Context: an optimization exercise on an open-source flow, tuned for small area, a short achievable clock period and few clock cycles per item. The choices shown serve that exercise and are no tape-out recipe.
The RTL was checked by simulation tests, not by an equivalence proof against the original design.

$ cat design/flow/run.sh
#!/bin/bash
# synth_recipe.tcl (not shown) runs the flow's synth.tcl, then flattens the netlist and writes it again
# the make line also repeats each setting of config.mk as NAME=value (left out here)
make -C /OpenROAD-flow-scripts/flow DESIGN_CONFIG=/design/flow/config.mk WORK_HOME=/design/flow/orfs CLKGATE_MAP_FILE= SYNTH_SCRIPT=/design/flow/synth_recipe.tcl finish
$ cat design/flow/config.mk
export PLATFORM = sky130hd
export DESIGN_NAME = lcr_ageing
export DESIGN_NICKNAME = lcr_ageing
export VERILOG_FILES = /design/flow/design.v
export SDC_FILE = /design/flow/constraint.sdc
export NUM_CORES = 4
export LEC_CHECK = 0
export CAP_MARGIN = 20
export CORE_MARGIN = 2
export CORE_UTILIZATION = 40
export SLEW_MARGIN = 20
$ cat design/flow/constraint.sdc
create_clock -name core_clock -period 115.0 [get_ports {clk}]
set_input_delay 23.0000 -clock core_clock [delete_from_list [all_inputs] [get_ports {clk}]]
set_output_delay 23.0000 -clock core_clock [all_outputs]
set_load 0.01 [all_outputs]
$ cat design/flow/design.v
module lcr_ageing (
    input  wire         clk,
    input  wire         rst,           
    input  wire         in_valid,
    output wire         in_ready,
    input  wire [511:0] in_curve,      
    input  wire [15:0]  in_dose,       
    input  wire [15:0]  in_scale,      
    input  wire [15:0]  in_target,     
    input  wire         in_age,        
    output wire         out_valid,
    output wire [16:0]  out_e,         
    output wire [16:0]  out_a          
);
    assign in_ready = 1'b1;
    localparam integer F_EFF0  = 0;      
    localparam integer F_EFF1  = 16;     
    localparam integer F_DOSE0 = 32;     
    localparam integer F_DOSE1 = 48;     
    localparam integer F_DOSE  = 64;     
    localparam integer F_S     = 80;     
    localparam integer F_T     = 96;     
    localparam integer F_AGE   = 112;    
    localparam integer F_NEG   = 113;    
    localparam integer F_MAG   = 114;    
    localparam integer F_DD    = 130;    
    localparam integer F_SPAN  = 146;    
    localparam integer F_RL    = 162;    
    localparam integer F_ERAW  = 194;    
    localparam integer F_X     = 210;    
    localparam integer F_E     = 242;    
    localparam integer F_SAT   = 259;    
    localparam integer F_R2    = 260;    
    localparam integer F_Q2    = 277;    
    localparam integer F_A     = 293;    
    localparam integer W       = 310;
    localparam integer NSTEP = 37;
    localparam [NSTEP-1:0] CUT = (37'd1 << 36) | (37'd1 << 29) | (37'd1 << 20)
                               | (37'd1 << 14) | (37'd1 << 6);
    integer j, m;
    reg  [15:0] le;                    
    reg  [15:0] sel;                   
    reg  [7:0]  so;                    
    reg  [8:0]  se;                    
    reg         kodd;
    reg  [15:0] oe, ee, od, ed;
    always @(*) begin
        le[0] = 1'b1;
        for (j = 1; j < 16; j = j + 1)
            le[j] = in_curve[32*j +: 16] <= in_dose;
        for (j = 0; j < 15; j = j + 1)
            sel[j] = le[j] & ~le[j+1];
        sel[15] = le[15];
        kodd = 1'b0;
        for (m = 0; m < 8; m = m + 1) begin
            so[m] = sel[2*m] | sel[2*m+1];
            kodd  = kodd | sel[2*m+1];
        end
        se[0] = sel[0];
        for (m = 1; m < 8; m = m + 1)
            se[m] = sel[2*m] | sel[2*m-1];
        se[8] = sel[15];
        oe = 16'd0; ee = 16'd0; od = 16'd0; ed = 16'd0;
        for (m = 0; m < 8; m = m + 1) begin
            oe = oe | ({16{so[m]}} & in_curve[32*(2*m+1)+16 +: 16]);
            od = od | ({16{so[m]}} & in_curve[32*(2*m+1) +: 16]);
            ee = ee | ({16{se[m]}} & in_curve[32*(2*m)+16 +: 16]);
            ed = ed | ({16{se[m]}} & in_curve[32*(2*m) +: 16]);
        end
        ee = ee | ({16{se[8]}} &  in_curve[32*15+16 +: 16]);
        ed = ed | ({16{se[8]}} & ~in_curve[32*15 +: 16]);
    end
    reg  [W-1:0] st0;
    reg          v0;
    always @(posedge clk) begin
        if (rst) v0 <= 1'b0;
        else     v0 <= in_valid;
        st0 <= {W{1'b0}};
        st0[F_EFF0 +: 16]  <= kodd ? oe : ee;
        st0[F_EFF1 +: 16]  <= kodd ? ee : oe;
        st0[F_DOSE0 +: 16] <= kodd ? od : ed;
        st0[F_DOSE1 +: 16] <= kodd ? ed : od;
        st0[F_DOSE +: 16]  <= in_dose;
        st0[F_S +: 16]     <= in_scale;
        st0[F_T +: 16]     <= in_target;
        st0[F_AGE]         <= in_age;
    end
    wire [W-1:0] st [0:NSTEP];
    wire         vv [0:NSTEP];
    assign st[0] = st0;
    assign vv[0] = v0;
    genvar g;
    generate
        for (g = 0; g < NSTEP; g = g + 1) begin : step
            wire [W-1:0] nx;
            lcr_ageing_step #(.I(g)) u (.s(st[g]), .o(nx));
            if (CUT[g]) begin : cut
                reg [W-1:0] r;
                reg         v;
                always @(posedge clk) begin
                    if (rst) v <= 1'b0;
                    else     v <= vv[g];
                    r <= nx;
                end
                assign st[g+1] = r;
                assign vv[g+1] = v;
            end else begin : comb
                assign st[g+1] = nx;
                assign vv[g+1] = vv[g];
            end
        end
    endgenerate
    assign out_valid = vv[NSTEP];
    assign out_e     = st[NSTEP][F_E +: 17];
    assign out_a     = st[NSTEP][F_A +: 17];
endmodule
module lcr_ageing_step #(parameter integer I = 0) (
    input  wire [309:0] s,
    output reg  [309:0] o
);
    localparam integer F_EFF0  = 0;      
    localparam integer F_EFF1  = 16;     
    localparam integer F_DOSE0 = 32;     
    localparam integer F_DOSE1 = 48;     
    localparam integer F_DOSE  = 64;     
    localparam integer F_S     = 80;     
    localparam integer F_T     = 96;     
    localparam integer F_AGE   = 112;    
    localparam integer F_NEG   = 113;    
    localparam integer F_MAG   = 114;    
    localparam integer F_DD    = 130;    
    localparam integer F_SPAN  = 146;    
    localparam integer F_RL    = 162;    
    localparam integer F_ERAW  = 194;    
    localparam integer F_X     = 210;    
    localparam integer F_E     = 242;    
    localparam integer F_SAT   = 259;    
    localparam integer F_R2    = 260;    
    localparam integer F_Q2    = 277;    
    localparam integer F_A     = 293;    
    localparam integer W       = 310;
    localparam integer NSTEP = 37;
    reg [16:0]  diff, t1;
    reg [15:0]  rem1;
    reg [17:0]  t2, full, up;
    always @(*) begin
            o    = s;
            diff = 17'd0;
            t1   = 17'd0;
            rem1 = 16'd0;
            t2   = 18'd0;
            full = 18'd0;
            up   = 18'd0;
            if (I == 0) begin
                diff = {1'b0, s[F_EFF1 +: 16]} - {1'b0, s[F_EFF0 +: 16]};
                o[F_NEG] = diff[16];
                o[F_MAG +: 16]  = diff[16] ? s[F_EFF0 +: 16] - s[F_EFF1 +: 16] : diff[15:0];
                o[F_DD +: 16]   = s[F_DOSE +: 16] - s[F_DOSE0 +: 16];
                o[F_SPAN +: 16] = s[F_DOSE1 +: 16] - s[F_DOSE0 +: 16];
                o[F_EFF1 +: 16] = 16'd0;
                o[F_DOSE0 +: 16] = 16'd0;
                o[F_DOSE1 +: 16] = 16'd0;
                o[F_DOSE +: 16] = 16'd0;
            end else if (I == 1) begin
                o[F_RL +: 32] = s[F_MAG +: 16] * s[F_DD +: 16];
                o[F_MAG +: 16] = 16'd0;
                o[F_DD +: 16] = 16'd0;
            end else if (I <= 17) begin
                rem1 = s[F_RL + 16 +: 16];
                t1 = {rem1, s[F_RL + 15]} - {1'b0, s[F_SPAN +: 16]};
                o[F_RL +: 32] = t1[16] ? {s[F_RL +: 31], 1'b0} : {t1[15:0], s[F_RL +: 15], 1'b1};
                if (I == 17) o[F_SPAN +: 16] = 16'd0;
            end else if (I == 18) begin
                o[F_ERAW +: 16] = s[F_NEG] ? s[F_EFF0 +: 16] - s[F_RL +: 16] : s[F_EFF0 +: 16] + s[F_RL +: 16];
                o[F_EFF0 +: 16] = 16'd0;
                o[F_NEG] = 1'b0;
                o[F_RL +: 32] = 32'd0;
            end else if (I == 19) begin
                o[F_X +: 32] = s[F_ERAW +: 16] * s[F_S +: 16];
                o[F_ERAW +: 16] = 16'd0;
            end else if (I == 20) begin
                up   = {1'b0, s[F_X + 15 +: 17]} + {17'd0, |s[F_X +: 15]};
                full = 18'd32768 - {2'b00, s[F_S +: 16]} + up;
                o[F_E +: 17] = (full[17] | (full == 18'd0)) ? 17'd1 : full[16:0];
                o[F_SAT] = ~s[F_AGE] | ({1'b0, s[F_T +: 16]} >= o[F_E +: 17]);
                o[F_R2 +: 17] = {1'b0, s[F_T +: 16]};
                o[F_Q2 +: 16] = 16'd0;
                o[F_X +: 32] = 32'd0;
                o[F_S +: 16] = 16'd0;
                o[F_T +: 16] = 16'd0;
                o[F_AGE] = 1'b0;
            end else begin
                t2 = {s[F_R2 +: 17], 1'b0} - {1'b0, s[F_E +: 17]};
                o[F_R2 +: 17] = t2[17] ? {s[F_R2 +: 16], 1'b0} : t2[16:0];
                o[F_Q2 +: 16] = {s[F_Q2 +: 15], ~t2[17]};
                if (I == NSTEP - 1) begin
                    o[F_R2 +: 17] = 17'd0;
                    o[F_Q2 +: 16] = 16'd0;
                    o[F_SAT] = 1'b0;
                    o[F_A +: 17] = s[F_SAT] ? 17'd65536 : {1'b0, s[F_Q2 +: 15], ~t2[17]};
                end
            end
        end
endmodule
==> key figures <==
CTS
  • CTS tree: built
  • Clock transition at path regs: 70 ps
  • Count of hold buffers inserted by post-cts repair: 0
  • Clock buffer depth: 3
  • Total of cells resized after clock tree synthesis: 0
  • Insertion delay to the later sink of the worst-skew pair: 700 ps
  • Setup bufs post-CTS: 0
  • Number of buffers inserted during clock tree synthesis: 53
  • Clock H-tree levels: 2
  • Clk Tree Root Cell: sky130_fd_sc_hd__clkbuf_16
  • Sinks on Clock Net: 427

Critical path
  • Kind of cell adding the most delay to the critical path: compound AO/OA/AOI/OAI gates
  • Max FO, Critical Path: 25
  • Critical setup path kind: flop to flop
  • Count of buffer and inverter cells on the critical path: 8
  • Standard cell with the maximum stage delay on the critical path: sky130_fd_sc_hd__o311ai_0
  • Worst path required time: 115570 ps
  • Arrival time at the worst endpoint: just over 30000 ps
  • Reg2reg start: st[21][243]
  • Critical path startpoint: st[21][243]
  • Setup crit end kind: flop
  • Critical Path Source Type: flop
  • Longest individual stage delay on the worst path: 770 ps
  • Cell repeated most along the worst path: sky130_fd_sc_hd__o21ai_0

Die
  • Number of ports placed on the die boundary: 600
  • Height of the die: 414.3 um
  • Die area: 171600 sq um
  • Chip Width: 414.3 um
  • Placement row count: 150
  • Area of the placeable core: 167200 sq um
  • Starting density of the core: 0.4026

Yosys
  • Synthesized instance count: 8362
  • Number of enable flip-flop cells after synthesis: 0
  • Synth async-reset ratio: 0
  • Top-area cell type share of the netlist area: 0.1987
  • Yosys top cell by area: sky130_fd_sc_hd__ha_1
  • Count leader, synth: sky130_fd_sc_hd__ha_1
  • Top cells by instance count after synthesis: sky130_fd_sc_hd__ha_1 (1069), sky130_fd_sc_hd__inv_1 (948), sky130_fd_sc_hd__nand2_1 (796)
  • Count of warnings emitted by yosys: 38
  • Leading register cell type out of synthesis: sky130_fd_sc_hd__dfxtp_1
  • Avg Cell Area, Syn: 8.052 sq um
  • Cell area after technology mapping: a little under 70000 sq um
  • Post-synthesis cell type count: 120
  • Total nets after synthesis: between 10000 and 15000
  • Total of flip-flops plus latches after synthesis: between 400 and 500
  • Seq/Total Area, Yosys: 0.1270
  • Leading post-synthesis cells by cell area: sky130_fd_sc_hd__ha_1 (20%), sky130_fd_sc_hd__dfxtp_1 (13%), sky130_fd_sc_hd__fa_1 (12%), sky130_fd_sc_hd__inv_1 (5.3%), sky130_fd_sc_hd__nand2_1 (4.4%)

Route
  • Detail Route Antenna Nets: 0
  • Routed wire length: 264400 um
  • Post-DR wirelength/cell: around 24 um
  • Vias post-DR: 63530
  • First drt pass iteration count: 11
  • Vias per inst: 5.698
  • DRC violations left: 0
  • Detailed Route Iter0 Violations: a little over 5000

STA
  • Min Tclk post-route: 30480 ps
  • Final-layout worst hold slack: 309.0 ps
  • Number of pins with negative max-slew slack in the final report: 0
  • Transition at the pin with the smallest max-transition slack: 1299 ps
  • Number of setup violations in the final report: 0
  • Worst clock skew on the final layout: about 56 ps
  • Number of hold violations in the final report: 0
  • Unrepaired setup endpoints after global routing: false
  • Setup TNS after final layout: 0 ps
  • Max Clock Freq: approximately 33 MHz
  • Final worst-path cycle share: 0.2651
  • Normalized max-slew margin: 0.1339

GRT
  • Largest net degree at the start of global routing: 68
  • Vias in the first global route: 63500
  • Overall track demand over capacity in global routing: 0.3015
  • Initial antenna violation count: 59
  • Global-route wire length before repair: 396700 um
  • Overflow after GRT: 0

Placed design
  • DP Wirelength: 223200 um
  • Final estimated routing congestion in global placement: 1.059
  • Area after detailed placement: 76000 sq um
  • Cell count after placement: 11020
  • IO buf count: 598

Job
  • Number of max-cap violations: 0

Finish
  • Final non-filler cell total: 11150
  • Post-Layout Inst Area: roughly 80000 sq um
  • Filler Cell Count: 16300
  • Layout Nets: 10910
  • Area used by sequential logic in the layout: roughly 8500 sq um
  • Area of the multi-input gates: 54410 sq um
  • Share of final-layout standard cells stronger than drive strength 1: 0.05532
  • Growth of design area from synthesis to finish: 15.84%

Min path
  • Origin of the worst min-delay path: st[10][112]
  • Hold crit path type: flop to flop

Outcome
  • Outcome: complete, no violations
-- flip-flops by register name, summed over array words and instances (netlist names) --
signal,cells
st,274
step.cut.r,34
v0,1
step.cut.v,5
st0,113
-- worst register-to-register path, delay by kind of cell, from the launching register on --
kind	cells	cell delay, ps
buf+inv	8	2440
mux	3	1220
compound gates	74	16090
xor+xnor	3	610
fa+ha+maj	9	2940
flops	1	570
simple gates	25	6520
-- cells by family after synthesis --
group / synth area share
and+or+nand+nor: 0.1698
AOI/OAI and AO/OA: 0.2078
adders and majority gates: 0.3212
buffers and inverters: 0.06757
xor gates and xnor gates: 0.06606
DFF: 0.1270
muxes: 0.04055
other: 0.00005570
-- cell usage in the layout, fill, tap and decap left out, types with 107 or more instances in the layout --
master	netlist	routed
sky130_fd_sc_hd__nand2_1	796	795
sky130_fd_sc_hd__nor3_1	117	115
sky130_fd_sc_hd__inv_1	948	948
sky130_fd_sc_hd__nor2_1	617	614
sky130_fd_sc_hd__a21o_1	212	212
sky130_fd_sc_hd__a222oi_1	107	107
sky130_fd_sc_hd__mux2_2	161	161
sky130_fd_sc_hd__a21boi_0	110	110
sky130_fd_sc_hd__nor2b_1	170	169
sky130_fd_sc_hd__o21ai_0	443	443
sky130_fd_sc_hd__and2_1	128	128
sky130_fd_sc_hd__nand3_1	127	127
sky130_fd_sc_hd__a21oi_1	505	504
sky130_fd_sc_hd__nand2b_1	153	152
sky130_fd_sc_hd__dfxtp_1	427	427
sky130_fd_sc_hd__fa_1	412	412
sky130_fd_sc_hd__xnor2_1	326	315
sky130_fd_sc_hd__xor2_1	170	166
sky130_fd_sc_hd__clkdlybuf4s50_1	0	598
sky130_fd_sc_hd__ha_1	1069	1069
-- per-stage QoR --
step / utilization / setup WS [ps]
2_1_floorplan: - / 88480
3_3_place_gp: 0.4545 / 85550
3_5_place_dp: 0.4545 / 84840
4_1_cts: 0.4659 / 84710
5_1_grt: 0.4662 / 81320
6_report: 0.4664 / 84520
-- worst paths after layout --
kind                       to  slack [ps]  cells past startpoint
setup / recovery  st[30][261]       84520                    122
hold / removal    st[15][112]         310                      0
hold reg to reg   st[15][112]         310                      0
setup reg to reg  st[30][261]       84520                    122
-- routing by layer --
metal,vias to the layer above,GRT usage,share of wire
met4,28,0.1132,0.040
met5,-,0,0.00082
met3,406,0.04784,0.065
met2,2031,0.4976,0.46
met1,30740,0.3952,0.44
li1,30330,-,-
-- layout make-up --
| cell class | count | share of cell area |
|---|---|---|
| antenna | 34 | 0.001091 |
| clock buffer | 59 | 0.01793 |
| clock inverter | 40 | 0.006481 |
| inverter | 957 | 0.04609 |
| multi-input combinational | 6735 | 0.6976 |
| sequential | 427 | 0.1096 |
| tap | 2204 | 0.03536 |
| timing repair buffer | 693 | 0.08582 |
Testbench counts, summed over its fixed seeds: cycles 8,240, items 8,192.

-- static timing again, ports no longer ideal --
No port has a modelled driver above. Below, the same layout with a new extraction and two added sets of constraints.
Step 1 assumes that a clkbuf_16 drives the clock port and a buf_2 every other input.
Step 2 adds t to the input delays and takes it off the output delays; t is the mean of the earliest and latest rising clock arrival at the registers after step 1. Input paths then give back, and output paths get back, about the clock's delay inside the block.
Three values: no drivers, after step 1, after step 2; two values: the first two.
t, ns: 0.746
slack for setup (ns): 84.519 / 84.519 / 84.519
hold WS [ns]: 0.309 / 0.309 / 0.309
latest minus earliest clock arrival (ns): 0.056 / 0.057
worst data-port slew with drivers (ns): 0.27
After both steps this run still meets setup and hold. The setup slack of this run moves by 0.000 ns with the drivers and by 0.000 ns with both steps.
